What follows belongs to an exercise in optimizing a design on an open flow for small area, a short achievable clock period and few clock cycles per item; a production flow would make more cautious choices.
Function was checked by simulation only, so behaviour that the tests miss may differ from the original.

==> flow/design.v <==
module ofl_fec_rx (
    input  wire         clk,
    input  wire         rst,
    input  wire         in_valid,
    output wire         in_ready,
    input  wire [63:0]  in_data,
    output wire         out_valid,
    input  wire         out_ready,
    output reg  [63:0]  out_data,
    output wire         out_last,
    output reg          out_fec_fail,
    output reg          out_crc_ok,
    output reg  [2:0]   out_corr
);
  localparam [1:0] ST_RECV  = 2'd0,
                   ST_SOLVE = 2'd1,
                   ST_SEND  = 2'd2;
  localparam [63:0] CRC_POLY = 64'h42F0_E1EB_A9EA_3693;
  function automatic [7:0] gf_mul(input [7:0] a, input [7:0] b);
    reg [7:0] p, x;
    integer i;
    begin
      p = 8'h00;
      x = a;
      for (i = 0; i < 8; i = i + 1) begin
        if (b[i]) p = p ^ x;
        x = {x[6:0], 1'b0} ^ (x[7] ? 8'h1D : 8'h00);
      end
      gf_mul = p;
    end
  endfunction
  function automatic [63:0] crc_byte(input [63:0] crc, input [7:0] d);
    reg [63:0] c;
    integer i;
    begin
      c = crc;
      for (i = 7; i >= 0; i = i - 1)
        c = {c[62:0], 1'b0} ^ ((c[63] ^ d[i]) ? CRC_POLY : 64'd0);
      crc_byte = c;
    end
  endfunction
  function automatic [7:0] gf_inv(input [7:0] a);
    case (a)
      8'h00: gf_inv = 8'h00;
      8'h01: gf_inv = 8'h01;
      8'h02: gf_inv = 8'h8e;
      8'h03: gf_inv = 8'hf4;
      8'h04: gf_inv = 8'h47;
      8'h05: gf_inv = 8'ha7;
      8'h06: gf_inv = 8'h7a;
      8'h07: gf_inv = 8'hba;
      8'h08: gf_inv = 8'had;
      8'h09: gf_inv = 8'h9d;
      8'h0a: gf_inv = 8'hdd;
      8'h0b: gf_inv = 8'h98;
      8'h0c: gf_inv = 8'h3d;
      8'h0d: gf_inv = 8'haa;
      8'h0e: gf_inv = 8'h5d;
      8'h0f: gf_inv = 8'h96;
      8'h10: gf_inv = 8'hd8;
      8'h11: gf_inv = 8'h72;
      8'h12: gf_inv = 8'hc0;
      8'h13: gf_inv = 8'h58;
      8'h14: gf_inv = 8'he0;
      8'h15: gf_inv = 8'h3e;
      8'h16: gf_inv = 8'h4c;
      8'h17: gf_inv = 8'h66;
      8'h18: gf_inv = 8'h90;
      8'h19: gf_inv = 8'hde;
      8'h1a: gf_inv = 8'h55;
      8'h1b: gf_inv = 8'h80;
      8'h1c: gf_inv = 8'ha0;
      8'h1d: gf_inv = 8'h83;
      8'h1e: gf_inv = 8'h4b;
      8'h1f: gf_inv = 8'h2a;
      8'h20: gf_inv = 8'h6c;
      8'h21: gf_inv = 8'hed;
      8'h22: gf_inv = 8'h39;
      8'h23: gf_inv = 8'h51;
      8'h24: gf_inv = 8'h60;
      8'h25: gf_inv = 8'h56;
      8'h26: gf_inv = 8'h2c;
      8'h27: gf_inv = 8'h8a;
      8'h28: gf_inv = 8'h70;
      8'h29: gf_inv = 8'hd0;
      8'h2a: gf_inv = 8'h1f;
      8'h2b: gf_inv = 8'h4a;
      8'h2c: gf_inv = 8'h26;
      8'h2d: gf_inv = 8'h8b;
      8'h2e: gf_inv = 8'h33;
      8'h2f: gf_inv = 8'h6e;
      8'h30: gf_inv = 8'h48;
      8'h31: gf_inv = 8'h89;
      8'h32: gf_inv = 8'h6f;
      8'h33: gf_inv = 8'h2e;
      8'h34: gf_inv = 8'ha4;
      8'h35: gf_inv = 8'hc3;
      8'h36: gf_inv = 8'h40;
      8'h37: gf_inv = 8'h5e;
      8'h38: gf_inv = 8'h50;
      8'h39: gf_inv = 8'h22;
      8'h3a: gf_inv = 8'hcf;
      8'h3b: gf_inv = 8'ha9;
      8'h3c: gf_inv = 8'hab;
      8'h3d: gf_inv = 8'h0c;
      8'h3e: gf_inv = 8'h15;
      8'h3f: gf_inv = 8'he1;
      8'h40: gf_inv = 8'h36;
      8'h41: gf_inv = 8'h5f;
      8'h42: gf_inv = 8'hf8;
      8'h43: gf_inv = 8'hd5;
      8'h44: gf_inv = 8'h92;
      8'h45: gf_inv = 8'h4e;
      8'h46: gf_inv = 8'ha6;
      8'h47: gf_inv = 8'h04;
      8'h48: gf_inv = 8'h30;
      8'h49: gf_inv = 8'h88;
      8'h4a: gf_inv = 8'h2b;
      8'h4b: gf_inv = 8'h1e;
      8'h4c: gf_inv = 8'h16;
      8'h4d: gf_inv = 8'h67;
      8'h4e: gf_inv = 8'h45;
      8'h4f: gf_inv = 8'h93;
      8'h50: gf_inv = 8'h38;
      8'h51: gf_inv = 8'h23;
      8'h52: gf_inv = 8'h68;
      8'h53: gf_inv = 8'h8c;
      8'h54: gf_inv = 8'h81;
      8'h55: gf_inv = 8'h1a;
      8'h56: gf_inv = 8'h25;
      8'h57: gf_inv = 8'h61;
      8'h58: gf_inv = 8'h13;
      8'h59: gf_inv = 8'hc1;
      8'h5a: gf_inv = 8'hcb;
      8'h5b: gf_inv = 8'h63;
      8'h5c: gf_inv = 8'h97;
      8'h5d: gf_inv = 8'h0e;
      8'h5e: gf_inv = 8'h37;
      8'h5f: gf_inv = 8'h41;
      8'h60: gf_inv = 8'h24;
      8'h61: gf_inv = 8'h57;
      8'h62: gf_inv = 8'hca;
      8'h63: gf_inv = 8'h5b;
      8'h64: gf_inv = 8'hb9;
      8'h65: gf_inv = 8'hc4;
      8'h66: gf_inv = 8'h17;
      8'h67: gf_inv = 8'h4d;
      8'h68: gf_inv = 8'h52;
      8'h69: gf_inv = 8'h8d;
      8'h6a: gf_inv = 8'hef;
      8'h6b: gf_inv = 8'hb3;
      8'h6c: gf_inv = 8'h20;
      8'h6d: gf_inv = 8'hec;
      8'h6e: gf_inv = 8'h2f;
      8'h6f: gf_inv = 8'h32;
      8'h70: gf_inv = 8'h28;
      8'h71: gf_inv = 8'hd1;
      8'h72: gf_inv = 8'h11;
      8'h73: gf_inv = 8'hd9;
      8'h74: gf_inv = 8'he9;
      8'h75: gf_inv = 8'hfb;
      8'h76: gf_inv = 8'hda;
      8'h77: gf_inv = 8'h79;
      8'h78: gf_inv = 8'hdb;
      8'h79: gf_inv = 8'h77;
      8'h7a: gf_inv = 8'h06;
      8'h7b: gf_inv = 8'hbb;
      8'h7c: gf_inv = 8'h84;
      8'h7d: gf_inv = 8'hcd;
      8'h7e: gf_inv = 8'hfe;
      8'h7f: gf_inv = 8'hfc;
      8'h80: gf_inv = 8'h1b;
      8'h81: gf_inv = 8'h54;
      8'h82: gf_inv = 8'ha1;
      8'h83: gf_inv = 8'h1d;
      8'h84: gf_inv = 8'h7c;
      8'h85: gf_inv = 8'hcc;
      8'h86: gf_inv = 8'he4;
      8'h87: gf_inv = 8'hb0;
      8'h88: gf_inv = 8'h49;
      8'h89: gf_inv = 8'h31;
      8'h8a: gf_inv = 8'h27;
      8'h8b: gf_inv = 8'h2d;
      8'h8c: gf_inv = 8'h53;
      8'h8d: gf_inv = 8'h69;
      8'h8e: gf_inv = 8'h02;
      8'h8f: gf_inv = 8'hf5;
      8'h90: gf_inv = 8'h18;
      8'h91: gf_inv = 8'hdf;
      8'h92: gf_inv = 8'h44;
      8'h93: gf_inv = 8'h4f;
      8'h94: gf_inv = 8'h9b;
      8'h95: gf_inv = 8'hbc;
      8'h96: gf_inv = 8'h0f;
      8'h97: gf_inv = 8'h5c;
      8'h98: gf_inv = 8'h0b;
      8'h99: gf_inv = 8'hdc;
      8'h9a: gf_inv = 8'hbd;
      8'h9b: gf_inv = 8'h94;
      8'h9c: gf_inv = 8'hac;
      8'h9d: gf_inv = 8'h09;
      8'h9e: gf_inv = 8'hc7;
      8'h9f: gf_inv = 8'ha2;
      8'ha0: gf_inv = 8'h1c;
      8'ha1: gf_inv = 8'h82;
      8'ha2: gf_inv = 8'h9f;
      8'ha3: gf_inv = 8'hc6;
      8'ha4: gf_inv = 8'h34;
      8'ha5: gf_inv = 8'hc2;
      8'ha6: gf_inv = 8'h46;
      8'ha7: gf_inv = 8'h05;
      8'ha8: gf_inv = 8'hce;
      8'ha9: gf_inv = 8'h3b;
      8'haa: gf_inv = 8'h0d;
      8'hab: gf_inv = 8'h3c;
      8'hac: gf_inv = 8'h9c;
      8'had: gf_inv = 8'h08;
      8'hae: gf_inv = 8'hbe;
      8'haf: gf_inv = 8'hb7;
      8'hb0: gf_inv = 8'h87;
      8'hb1: gf_inv = 8'he5;
      8'hb2: gf_inv = 8'hee;
      8'hb3: gf_inv = 8'h6b;
      8'hb4: gf_inv = 8'heb;
      8'hb5: gf_inv = 8'hf2;
      8'hb6: gf_inv = 8'hbf;
      8'hb7: gf_inv = 8'haf;
      8'hb8: gf_inv = 8'hc5;
      8'hb9: gf_inv = 8'h64;
      8'hba: gf_inv = 8'h07;
      8'hbb: gf_inv = 8'h7b;
      8'hbc: gf_inv = 8'h95;
      8'hbd: gf_inv = 8'h9a;
      8'hbe: gf_inv = 8'hae;
      8'hbf: gf_inv = 8'hb6;
      8'hc0: gf_inv = 8'h12;
      8'hc1: gf_inv = 8'h59;
      8'hc2: gf_inv = 8'ha5;
      8'hc3: gf_inv = 8'h35;
      8'hc4: gf_inv = 8'h65;
      8'hc5: gf_inv = 8'hb8;
      8'hc6: gf_inv = 8'ha3;
      8'hc7: gf_inv = 8'h9e;
      8'hc8: gf_inv = 8'hd2;
      8'hc9: gf_inv = 8'hf7;
      8'hca: gf_inv = 8'h62;
      8'hcb: gf_inv = 8'h5a;
      8'hcc: gf_inv = 8'h85;
      8'hcd: gf_inv = 8'h7d;
      8'hce: gf_inv = 8'ha8;
      8'hcf: gf_inv = 8'h3a;
      8'hd0: gf_inv = 8'h29;
      8'hd1: gf_inv = 8'h71;
      8'hd2: gf_inv = 8'hc8;
      8'hd3: gf_inv = 8'hf6;
      8'hd4: gf_inv = 8'hf9;
      8'hd5: gf_inv = 8'h43;
      8'hd6: gf_inv = 8'hd7;
      8'hd7: gf_inv = 8'hd6;
      8'hd8: gf_inv = 8'h10;
      8'hd9: gf_inv = 8'h73;
      8'hda: gf_inv = 8'h76;
      8'hdb: gf_inv = 8'h78;
      8'hdc: gf_inv = 8'h99;
      8'hdd: gf_inv = 8'h0a;
      8'hde: gf_inv = 8'h19;
      8'hdf: gf_inv = 8'h91;
      8'he0: gf_inv = 8'h14;
      8'he1: gf_inv = 8'h3f;
      8'he2: gf_inv = 8'he6;
      8'he3: gf_inv = 8'hf0;
      8'he4: gf_inv = 8'h86;
      8'he5: gf_inv = 8'hb1;
      8'he6: gf_inv = 8'he2;
      8'he7: gf_inv = 8'hf1;
      8'he8: gf_inv = 8'hfa;
      8'he9: gf_inv = 8'h74;
      8'hea: gf_inv = 8'hf3;
      8'heb: gf_inv = 8'hb4;
      8'hec: gf_inv = 8'h6d;
      8'hed: gf_inv = 8'h21;
      8'hee: gf_inv = 8'hb2;
      8'hef: gf_inv = 8'h6a;
      8'hf0: gf_inv = 8'he3;
      8'hf1: gf_inv = 8'he7;
      8'hf2: gf_inv = 8'hb5;
      8'hf3: gf_inv = 8'hea;
      8'hf4: gf_inv = 8'h03;
      8'hf5: gf_inv = 8'h8f;
      8'hf6: gf_inv = 8'hd3;
      8'hf7: gf_inv = 8'hc9;
      8'hf8: gf_inv = 8'h42;
      8'hf9: gf_inv = 8'hd4;
      8'hfa: gf_inv = 8'he8;
      8'hfb: gf_inv = 8'h75;
      8'hfc: gf_inv = 8'h7f;
      8'hfd: gf_inv = 8'hff;
      8'hfe: gf_inv = 8'h7e;
      8'hff: gf_inv = 8'hfd;
    endcase
  endfunction
  function automatic [7:0] byte_locator(input [7:0] o);
    case (o)
      8'd0: byte_locator = 8'hd6;
      8'd1: byte_locator = 8'h6b;
      8'd2: byte_locator = 8'h6b;
      8'd3: byte_locator = 8'h6b;
      8'd4: byte_locator = 8'hbb;
      8'd5: byte_locator = 8'hbb;
      8'd6: byte_locator = 8'hbb;
      8'd7: byte_locator = 8'hd3;
      8'd8: byte_locator = 8'hd3;
      8'd9: byte_locator = 8'hd3;
      8'd10: byte_locator = 8'he7;
      8'd11: byte_locator = 8'he7;
      8'd12: byte_locator = 8'he7;
      8'd13: byte_locator = 8'hfd;
      8'd14: byte_locator = 8'hfd;
      8'd15: byte_locator = 8'hfd;
      8'd16: byte_locator = 8'hf0;
      8'd17: byte_locator = 8'hf0;
      8'd18: byte_locator = 8'hf0;
      8'd19: byte_locator = 8'h78;
      8'd20: byte_locator = 8'h78;
      8'd21: byte_locator = 8'h78;
      8'd22: byte_locator = 8'h3c;
      8'd23: byte_locator = 8'h3c;
      8'd24: byte_locator = 8'h3c;
      8'd25: byte_locator = 8'h1e;
      8'd26: byte_locator = 8'h1e;
      8'd27: byte_locator = 8'h1e;
      8'd28: byte_locator = 8'h0f;
      8'd29: byte_locator = 8'h0f;
      8'd30: byte_locator = 8'h0f;
      8'd31: byte_locator = 8'h89;
      8'd32: byte_locator = 8'h89;
      8'd33: byte_locator = 8'h89;
      8'd34: byte_locator = 8'hca;
      8'd35: byte_locator = 8'hca;
      8'd36: byte_locator = 8'hca;
      8'd37: byte_locator = 8'h65;
      8'd38: byte_locator = 8'h65;
      8'd39: byte_locator = 8'h65;
      8'd40: byte_locator = 8'hbc;
      8'd41: byte_locator = 8'hbc;
      8'd42: byte_locator = 8'hbc;
      8'd43: byte_locator = 8'h5e;
      8'd44: byte_locator = 8'h5e;
      8'd45: byte_locator = 8'h5e;
      8'd46: byte_locator = 8'h2f;
      8'd47: byte_locator = 8'h2f;
      8'd48: byte_locator = 8'h2f;
      8'd49: byte_locator = 8'h99;
      8'd50: byte_locator = 8'h99;
      8'd51: byte_locator = 8'h99;
      8'd52: byte_locator = 8'hc2;
      8'd53: byte_locator = 8'hc2;
      8'd54: byte_locator = 8'hc2;
      8'd55: byte_locator = 8'h61;
      8'd56: byte_locator = 8'h61;
      8'd57: byte_locator = 8'h61;
      8'd58: byte_locator = 8'hbe;
      8'd59: byte_locator = 8'hbe;
      8'd60: byte_locator = 8'hbe;
      8'd61: byte_locator = 8'h5f;
      8'd62: byte_locator = 8'h5f;
      8'd63: byte_locator = 8'h5f;
      8'd64: byte_locator = 8'ha1;
      8'd65: byte_locator = 8'ha1;
      8'd66: byte_locator = 8'ha1;
      8'd67: byte_locator = 8'hde;
      8'd68: byte_locator = 8'hde;
      8'd69: byte_locator = 8'hde;
      8'd70: byte_locator = 8'h6f;
      8'd71: byte_locator = 8'h6f;
      8'd72: byte_locator = 8'h6f;
      8'd73: byte_locator = 8'hb9;
      8'd74: byte_locator = 8'hb9;
      8'd75: byte_locator = 8'hb9;
      8'd76: byte_locator = 8'hd2;
      8'd77: byte_locator = 8'hd2;
      8'd78: byte_locator = 8'hd2;
      8'd79: byte_locator = 8'h69;
      8'd80: byte_locator = 8'h69;
      8'd81: byte_locator = 8'h69;
      8'd82: byte_locator = 8'hba;
      8'd83: byte_locator = 8'hba;
      8'd84: byte_locator = 8'hba;
      8'd85: byte_locator = 8'h5d;
      8'd86: byte_locator = 8'h5d;
      8'd87: byte_locator = 8'h5d;
      8'd88: byte_locator = 8'ha0;
      8'd89: byte_locator = 8'ha0;
      8'd90: byte_locator = 8'ha0;
      8'd91: byte_locator = 8'h50;
      8'd92: byte_locator = 8'h50;
      8'd93: byte_locator = 8'h50;
      8'd94: byte_locator = 8'h28;
      8'd95: byte_locator = 8'h28;
      8'd96: byte_locator = 8'h28;
      8'd97: byte_locator = 8'h14;
      8'd98: byte_locator = 8'h14;
      8'd99: byte_locator = 8'h14;
      8'd100: byte_locator = 8'h0a;
      8'd101: byte_locator = 8'h0a;
      8'd102: byte_locator = 8'h0a;
      8'd103: byte_locator = 8'h05;
      8'd104: byte_locator = 8'h05;
      8'd105: byte_locator = 8'h05;
      8'd106: byte_locator = 8'h8c;
      8'd107: byte_locator = 8'h8c;
      8'd108: byte_locator = 8'h8c;
      8'd109: byte_locator = 8'h46;
      8'd110: byte_locator = 8'h46;
      8'd111: byte_locator = 8'h46;
      8'd112: byte_locator = 8'h23;
      8'd113: byte_locator = 8'h23;
      8'd114: byte_locator = 8'h23;
      8'd115: byte_locator = 8'h9f;
      8'd116: byte_locator = 8'h9f;
      8'd117: byte_locator = 8'h9f;
      8'd118: byte_locator = 8'hc1;
      8'd119: byte_locator = 8'hc1;
      8'd120: byte_locator = 8'hc1;
      8'd121: byte_locator = 8'hee;
      8'd122: byte_locator = 8'hee;
      8'd123: byte_locator = 8'hee;
      8'd124: byte_locator = 8'h77;
      8'd125: byte_locator = 8'h77;
      8'd126: byte_locator = 8'h77;
      8'd127: byte_locator = 8'hb5;
      8'd128: byte_locator = 8'hb5;
      8'd129: byte_locator = 8'hb5;
      8'd130: byte_locator = 8'hd4;
      8'd131: byte_locator = 8'hd4;
      8'd132: byte_locator = 8'hd4;
      8'd133: byte_locator = 8'h6a;
      8'd134: byte_locator = 8'h6a;
      8'd135: byte_locator = 8'h6a;
      8'd136: byte_locator = 8'h35;
      8'd137: byte_locator = 8'h35;
      8'd138: byte_locator = 8'h35;
      8'd139: byte_locator = 8'h94;
      8'd140: byte_locator = 8'h94;
      8'd141: byte_locator = 8'h94;
      8'd142: byte_locator = 8'h4a;
      8'd143: byte_locator = 8'h4a;
      8'd144: byte_locator = 8'h4a;
      8'd145: byte_locator = 8'h25;
      8'd146: byte_locator = 8'h25;
      8'd147: byte_locator = 8'h25;
      8'd148: byte_locator = 8'h9c;
      8'd149: byte_locator = 8'h9c;
      8'd150: byte_locator = 8'h9c;
      8'd151: byte_locator = 8'h4e;
      8'd152: byte_locator = 8'h4e;
      8'd153: byte_locator = 8'h4e;
      8'd154: byte_locator = 8'h27;
      8'd155: byte_locator = 8'h27;
      8'd156: byte_locator = 8'h27;
      8'd157: byte_locator = 8'h9d;
      8'd158: byte_locator = 8'h9d;
      8'd159: byte_locator = 8'h9d;
      8'd160: byte_locator = 8'hc0;
      8'd161: byte_locator = 8'hc0;
      8'd162: byte_locator = 8'hc0;
      8'd163: byte_locator = 8'h60;
      8'd164: byte_locator = 8'h60;
      8'd165: byte_locator = 8'h60;
      8'd166: byte_locator = 8'h30;
      8'd167: byte_locator = 8'h30;
      8'd168: byte_locator = 8'h30;
      8'd169: byte_locator = 8'h18;
      8'd170: byte_locator = 8'h18;
      8'd171: byte_locator = 8'h18;
      8'd172: byte_locator = 8'h0c;
      8'd173: byte_locator = 8'h0c;
      8'd174: byte_locator = 8'h0c;
      8'd175: byte_locator = 8'h06;
      8'd176: byte_locator = 8'h06;
      8'd177: byte_locator = 8'h06;
      8'd178: byte_locator = 8'h03;
      8'd179: byte_locator = 8'h03;
      8'd180: byte_locator = 8'h03;
      8'd181: byte_locator = 8'h8f;
      8'd182: byte_locator = 8'h8f;
      8'd183: byte_locator = 8'h8f;
      8'd184: byte_locator = 8'hc9;
      8'd185: byte_locator = 8'hc9;
      8'd186: byte_locator = 8'hc9;
      8'd187: byte_locator = 8'hea;
      8'd188: byte_locator = 8'hea;
      8'd189: byte_locator = 8'hea;
      8'd190: byte_locator = 8'h75;
      8'd191: byte_locator = 8'h75;
      8'd192: byte_locator = 8'h75;
      8'd193: byte_locator = 8'hb4;
      8'd194: byte_locator = 8'hb4;
      8'd195: byte_locator = 8'hb4;
      8'd196: byte_locator = 8'h5a;
      8'd197: byte_locator = 8'h5a;
      8'd198: byte_locator = 8'h5a;
      8'd199: byte_locator = 8'h2d;
      8'd200: byte_locator = 8'h2d;
      8'd201: byte_locator = 8'h2d;
      8'd202: byte_locator = 8'h98;
      8'd203: byte_locator = 8'h98;
      8'd204: byte_locator = 8'h98;
      8'd205: byte_locator = 8'h4c;
      8'd206: byte_locator = 8'h4c;
      8'd207: byte_locator = 8'h4c;
      8'd208: byte_locator = 8'h26;
      8'd209: byte_locator = 8'h26;
      8'd210: byte_locator = 8'h26;
      8'd211: byte_locator = 8'h13;
      8'd212: byte_locator = 8'h13;
      8'd213: byte_locator = 8'h13;
      8'd214: byte_locator = 8'h87;
      8'd215: byte_locator = 8'h87;
      8'd216: byte_locator = 8'h87;
      8'd217: byte_locator = 8'hcd;
      8'd218: byte_locator = 8'hcd;
      8'd219: byte_locator = 8'hcd;
      8'd220: byte_locator = 8'he8;
      8'd221: byte_locator = 8'he8;
      8'd222: byte_locator = 8'he8;
      8'd223: byte_locator = 8'h74;
      8'd224: byte_locator = 8'h74;
      8'd225: byte_locator = 8'h74;
      8'd226: byte_locator = 8'h3a;
      8'd227: byte_locator = 8'h3a;
      8'd228: byte_locator = 8'h3a;
      8'd229: byte_locator = 8'h1d;
      8'd230: byte_locator = 8'h1d;
      8'd231: byte_locator = 8'h1d;
      8'd232: byte_locator = 8'h80;
      8'd233: byte_locator = 8'h80;
      8'd234: byte_locator = 8'h80;
      8'd235: byte_locator = 8'h40;
      8'd236: byte_locator = 8'h40;
      8'd237: byte_locator = 8'h40;
      8'd238: byte_locator = 8'h20;
      8'd239: byte_locator = 8'h20;
      8'd240: byte_locator = 8'h20;
      8'd241: byte_locator = 8'h10;
      8'd242: byte_locator = 8'h10;
      8'd243: byte_locator = 8'h10;
      8'd244: byte_locator = 8'h08;
      8'd245: byte_locator = 8'h08;
      8'd246: byte_locator = 8'h08;
      8'd247: byte_locator = 8'h04;
      8'd248: byte_locator = 8'h04;
      8'd249: byte_locator = 8'h04;
      8'd250: byte_locator = 8'h02;
      8'd251: byte_locator = 8'h02;
      8'd252: byte_locator = 8'h02;
      8'd253: byte_locator = 8'h01;
      8'd254: byte_locator = 8'h01;
      8'd255: byte_locator = 8'h01;
    endcase
  endfunction
  reg [1:0]   state;
  reg [4:0]   beat;
  reg [63:0]  flit_buf [0:31];
  reg [7:0]   syn [0:11];        
  reg [7:0]   lam1   [0:2];      
  reg [7:0]   lam2   [0:2];
  reg [7:0]   s0     [0:2];      
  reg [7:0]   om1    [0:2];
  reg [7:0]   lam1_inv [0:2];
  reg [1:0]   nerr   [0:2];      
  reg         bad    [0:2];      
  reg [1:0]   nroot  [0:2];      
  reg [63:0]  crc;
  reg [31:0]  crc_rx_hi;         
  reg [31:0]  crc_rx_lo;         
  assign in_ready  = (state == ST_RECV);
  assign out_valid = (state == ST_SEND);
  assign out_last  = (state == ST_SEND) && (beat == 5'd31);
  reg [7:0] syn_next [0:11];
  integer sk, sc, sj;
  always @* begin
    for (sc = 0; sc < 3; sc = sc + 1)
      for (sj = 0; sj < 4; sj = sj + 1)
        syn_next[4*sc+sj] = (beat == 5'd0) ? 8'h00 : syn[4*sc+sj];
    for (sk = 0; sk < 8; sk = sk + 1)
      for (sc = 0; sc < 3; sc = sc + 1)
        if (((2 * 32'(beat) + sk) % 3) == sc)
          for (sj = 0; sj < 4; sj = sj + 1)
            syn_next[4*sc+sj] = gf_mul(syn_next[4*sc+sj], 8'h01 << sj) ^ in_data[8*sk +: 8];
  end
  reg [7:0] v_lam1 [0:2];
  reg [7:0] v_lam2 [0:2];
  reg [7:0] v_om1  [0:2];
  reg [1:0] v_nerr [0:2];
  reg       v_bad  [0:2];
  reg [7:0] t_s0, t_s1, t_s2, t_s3, t_det, t_num1, t_num2, t_dinv;
  integer vc;
  always @* begin
    for (vc = 0; vc < 3; vc = vc + 1) begin
      t_s0   = syn[4*vc+0];
      t_s1   = syn[4*vc+1];
      t_s2   = syn[4*vc+2];
      t_s3   = syn[4*vc+3];
      t_det  = gf_mul(t_s1, t_s1) ^ gf_mul(t_s0, t_s2);
      t_num1 = gf_mul(t_s0, t_s3) ^ gf_mul(t_s1, t_s2);
      t_num2 = gf_mul(t_s1, t_s3) ^ gf_mul(t_s2, t_s2);
      t_dinv = gf_inv(t_det);
      v_lam1[vc] = 8'h00;
      v_lam2[vc] = 8'h00;
      v_nerr[vc] = 2'd0;
      v_bad[vc]  = 1'b0;
      if (t_det != 8'h00) begin
        v_lam1[vc] = gf_mul(t_num1, t_dinv);
        v_lam2[vc] = gf_mul(t_num2, t_dinv);
        v_nerr[vc] = 2'd2;
        if (v_lam1[vc] == 8'h00 || v_lam2[vc] == 8'h00)
          v_bad[vc] = 1'b1;
      end else if ({t_s0, t_s1, t_s2, t_s3} != 32'd0) begin
        v_lam1[vc] = gf_mul(t_s1, gf_inv(t_s0));
        v_nerr[vc] = 2'd1;
        if (t_s0 == 8'h00 || t_s1 == 8'h00 || t_num1 != 8'h00)
          v_bad[vc] = 1'b1;
      end
      v_om1[vc] = t_s1 ^ gf_mul(t_s0, v_lam1[vc]);
    end
  end
  reg [1:0]  beat_roots [0:2];
  reg [63:0] crc_next;
  reg [7:0]  c_x, c_q, c_e, c_byte;
  reg [7:0]  c_off;
  integer ck, cc;
  always @* begin
    for (cc = 0; cc < 3; cc = cc + 1)
      beat_roots[cc] = 2'd0;
    crc_next = (beat == 5'd0) ? 64'hFFFF_FFFF_FFFF_FFFF : crc;
    c_q = 8'h00;
    c_e = 8'h00;
    for (ck = 0; ck < 8; ck = ck + 1) begin
      c_off  = {beat, 3'b000} + 8'(ck);
      c_byte = flit_buf[beat][8*ck +: 8];
      c_x    = byte_locator(c_off);
      for (cc = 0; cc < 3; cc = cc + 1)
        if (((2 * 32'(beat) + ck) % 3) == cc) begin
          c_q = gf_mul(c_x, c_x) ^ gf_mul(lam1[cc], c_x) ^ lam2[cc];
          c_e = gf_mul(gf_mul(s0[cc], c_x) ^ om1[cc], lam1_inv[cc]);
          if (c_q == 8'h00 && nerr[cc] != 2'd0) begin
            c_byte = c_byte ^ c_e;
            beat_roots[cc] = beat_roots[cc] + 2'd1;
          end
        end
      out_data[8*ck +: 8] = c_byte;
      if (c_off < 8'd236)
        crc_next = crc_byte(crc_next, c_byte);
    end
  end
  reg [2:0] root_total;
  integer fc;
  always @* begin
    out_fec_fail = 1'b0;
    out_corr     = 3'd0;
    for (fc = 0; fc < 3; fc = fc + 1) begin
      root_total = {1'b0, nroot[fc]} + {1'b0, beat_roots[fc]};
      if (bad[fc] || root_total != {1'b0, nerr[fc]})
        out_fec_fail = 1'b1;
      out_corr = out_corr + {1'b0, nerr[fc]};
    end
    out_crc_ok = (~crc == {crc_rx_hi, crc_rx_lo});
  end
  integer rc, rj;
  always @(posedge clk) begin
    if (rst) begin
      state <= ST_RECV;
      beat  <= 5'd0;
    end else begin
      case (state)
        ST_RECV:
          if (in_valid) begin
            flit_buf[beat] <= in_data;
            for (rc = 0; rc < 3; rc = rc + 1)
              for (rj = 0; rj < 4; rj = rj + 1)
                syn[4*rc+rj] <= syn_next[4*rc+rj];
            beat <= beat + 5'd1;
            if (beat == 5'd31)
              state <= ST_SOLVE;
          end
        ST_SOLVE: begin
          for (rc = 0; rc < 3; rc = rc + 1) begin
            lam1[rc]     <= v_lam1[rc];
            lam2[rc]     <= v_lam2[rc];
            s0[rc]       <= syn[4*rc];
            om1[rc]      <= v_om1[rc];
            lam1_inv[rc] <= gf_inv(v_lam1[rc]);
            nerr[rc]     <= v_nerr[rc];
            bad[rc]      <= v_bad[rc];
          end
          state <= ST_SEND;
        end
        ST_SEND:
          if (out_ready) begin
            for (rc = 0; rc < 3; rc = rc + 1)
              nroot[rc] <= ((beat == 5'd0) ? 2'd0 : nroot[rc]) + beat_roots[rc];
            crc <= crc_next;
            if (beat == 5'd29)
              crc_rx_hi <= {out_data[39:32], out_data[47:40],
                            out_data[55:48], out_data[63:56]};
            if (beat == 5'd30)
              crc_rx_lo <= {out_data[7:0], out_data[15:8],
                            out_data[23:16], out_data[31:24]};
            beat <= beat + 5'd1;
            if (beat == 5'd31)
              state <= ST_RECV;
          end
        default: state <= ST_RECV;
      endcase
    end
  end
endmodule
==> flow/run.sh <==
#!/bin/bash
# synth_recipe.tcl (not shown) runs the flow's synth.tcl, then flattens the netlist and writes it again
# the make line also repeats each setting of config.mk as NAME=value (left out here)
make -C /OpenROAD-flow-scripts/flow DESIGN_CONFIG=/design/flow/config.mk WORK_HOME=/design/flow/orfs CLKGATE_MAP_FILE= SYNTH_SCRIPT=/design/flow/synth_recipe.tcl finish
==> flow/config.mk <==
export PLATFORM = sky130hd
export DESIGN_NAME = ofl_fec_rx
export DESIGN_NICKNAME = ofl_fec_rx
export VERILOG_FILES = /design/flow/design.v
export SDC_FILE = /design/flow/constraint.sdc
export NUM_CORES = 8
export LEC_CHECK = 0
export CAP_MARGIN = 20
export CORE_MARGIN = 2
export CORE_UTILIZATION = 35
export SLEW_MARGIN = 20
==> flow/constraint.sdc <==
create_clock -name core_clock -period 22.0 [get_ports {clk}]
set_input_delay 4.4000 -clock core_clock [delete_from_list [all_inputs] [get_ports {clk}]]
set_output_delay 4.4000 -clock core_clock [all_outputs]
set_load 0.01 [all_outputs]
==> metrics.cfg <==
[yosys]
ys_top_cells_by_area=edfxtp_1 28%, xnor2_1 23%, nand2_1 8.2%
synth.top_cell.area_share=0.276
syn_avg_cell_area_sq_um=8.66
syn_nets=30600
ys_seq_area_frac=0.279
synth_edf_count=2407
synthArstFlopShare=0
yosysMostFrequentCell=xnor2_1
synthCells=30300
syn-cell-area_sq_mm=0.262
yosysUniqueCellTypes=124
ys.flop_type=edfxtp_1
synth_common_cells=6,958 x xnor2_1, 5,722 x nand2_1, 2,416 x nor2_1, 2,407 x edfxtp_1, 1,871 x xor2_1
synth_seq_cells=2451
synth_area_leader_cell=edfxtp_1
yosysWarnings=17

[sta]
drv_slew=0
finalSetupViolCount=0
post-route-period-util=0.966
timing.fmax_mhz=47.1
worst_pin_slew_ns=1.40
hold_viol=0
slew_headroom=0.0632
min_period_ns=21.24
finClkSkew_ns=0.122
rsz0062_at_grt=no
setup_tns_ns=0

[placement]
dpl.hpwl_microns=849000
gp_congestion=1.02
placed_area_sq_mm=0.278
port_buffers=139

[setup_path]
crit_path_end_kind=register
crit_slowest_cell=xnor2_1
crit_top_cell=xnor3_1
cp.required_ns=22.66
timing_worst_setup_path_type=register to register
max_stage_delay_ns=0.84
worst-path-max-fanout=15
crit_path_start_kind=register
rrSetupSlack_ns=0.76
arrival_ns=21.90

[cells_and_area]
area_delta_synth_final_pct=9.51
design_area_sq_mm=0.287
finish.net_count=29900
final_layout_size_suffix_gt1_frac=0.103

[floorplanning]
rows=318
die_area_sq_mm=0.757
die_w_microns=870
core-area_sq_mm=0.748
ios=140
fp.dieH_microns=870
start_util=0.351

[global_routing]
grt_first_pass_wirelength_microns=1700000
grt_use_met1=0.414
grt_antenna_before_repair=85
grt-busiest-layer=met2
groute.usage.overall=0.307
grt_overflow_total=0
use_met3=0.0849
grtUsageMet2=0.447
grt_start_max_net_pins=129
grt_pass1_vias=218000

[clock_network]
tritoncts=done
cts_root_buf=clkbuf_16
cts_hold_buf=0
cts.sinks=2451
clock_latency_ns=1.04
htree_num_levels=5
clockBufferDepth=4
cts_inserted_buffers=277
clkTransAtPathRegs_ns=0.06

[routing]
routed_via_density=5.98
wirelength_microns=1230000
drt_iter0_markers=38200
post_drt_wl_per_cell_microns=30.8
drc=0
vias=238000
ant_nets=0
firstDrtPassIters=12

[worst_hold_path]
hold_class=register to register

[outcome]
status=complete, no violations

[flow_run]
drv_cap=0

## cells by family after synthesis
group                      count (synthesis)  share of synthesized area
and+or+nand+nor                         9510                      0.147
xor gates and xnor gates                9206                      0.326
AOI/OAI and AO/OA                       4993                      0.116
buffers and inverters                   2718                     0.0404
DFF                                     2451                      0.279
muxes                                   1177                     0.0797
adders and majority gates                250                     0.0120
## registers in the layout, indices dropped and copies added, names as in the netlist, named ones only
signal,cells
lam1,24
state,2
nroot,6
s0,24
crc_rx_hi,32
crc,64
flit_buf,2048
om1,24
lam1_inv,24
crc_rx_lo,32
bad,3
nerr,6
beat,5
lam2,24
syn,96
## worst max-delay path: cells and delay by family (launching register included)
kind | cells | cell delay, ns
AOI/OAI and AO/OA | 14 | 4.28
muxes | 2 | 0.51
and+or+nand+nor | 10 | 3.53
adders and majority gates | 4 | 1.42
DFF | 1 | 0.31
xor gates and xnor gates | 22 | 9.71
buffers and inverters | 6 | 1.18
## stage by stage
stage	worst slack, ns	std cells	util	hold slack (ns)
after floorplan	3.13	30300	-	0.424
after global placement	0.829	39200	0.371	0.639
after detailed placement	1.11	39200	0.372	0.642
after CTS	1.05	39700	0.383	0.669
after global routing	0.00778	39800	0.384	0.729
final	0.758	39800	0.384	0.658
## cells in the final DEF (no fill, tap or decap), types with 55 or more instances in the layout
cell type / instances
clkbuf_16: 280
clkinv_1: 98
clkdlybuf4s50_1: 75
xnor2_2: 99
a21oi_1: 1490
edfxtp_1: 2407
ha_1: 239
nand2_1: 5717
o31ai_1: 58
nand3_1: 263
xor2_1: 1846
a211oi_1: 192
nor2_1: 2381
or2_2: 55
a31oi_1: 119
mux2i_1: 336
buf_4: 1241
xnor3_1: 255
o221ai_1: 87
xnor2_1: 6891
a21o_1: 79
o21ai_1: 72
inv_1: 261
o211ai_1: 204
nand2b_1: 135
nor2b_1: 120
a221oi_1: 58
o22ai_1: 210
mux2_2: 99
o21ai_0: 1458
buf_2: 64
and2_1: 93
a22oi_1: 366
nor3_1: 332
nor4_1: 76
mux4_2: 718
## final timing paths
path                                from        to  cells after the start
worst min-delay path            state[1]  state[1]                      3
worst max register to register   beat[1]   crc[58]                     58
worst max-delay path             beat[1]   crc[58]                     58
worst min register to register  state[1]  state[1]                      3
## layer usage
layer,up-vias,share of wire
met4,46,0.067
met3,3218,0.13
met1,116000,0.39
met5,-,0.00024
met2,16700,0.41
li1,101000,-
## layout make-up
cell class	instances	area, sq um
clock inverters	173	1610
inverters	330	1250
well taps	9920	12400
clock buffers	329	7190
fillers	74500	461000
repair buffers	1401	10800
diodes	42	105
multi-input cells	25100	181000
flip-flops and latches	2451	73200
## what timing repair did
action                     CTS  global route
gates resized for setup      0             2
setup endpoints to repair    0             5
buffers inserted             0             0
Testbench counts, summed over its fixed seeds: cycles 124,800, items 1,920.

-- what the ideal ports hide --
How much do the figures lean on ideal ports? The routed layout below was timed once more, with nothing changed but the port constraints.
Step 1 assumes that a clkbuf_16 drives the clock port and a buf_2 every other input.
Step 2 moves the port delays by t, midway between the first and last clock arrival at a register: inputs arrive t later, outputs are due t later. That takes back most of the time a late clock gives input paths.
a / b / c = no drivers / after step 1 / after step 2; a / b = the first two.
t, ns: 1.119
setup WS [ns]: 0.758 / 0.758 / 0.758
latest minus earliest clock arrival (ns): 0.122 / 0.122
worst data-port slew with drivers (ns): 0.19
pins driven straight from the clock port: 1
After both steps this run still meets setup and hold. The setup slack of this run moves by 0.000 ns with the drivers and by 0.000 ns with both steps.
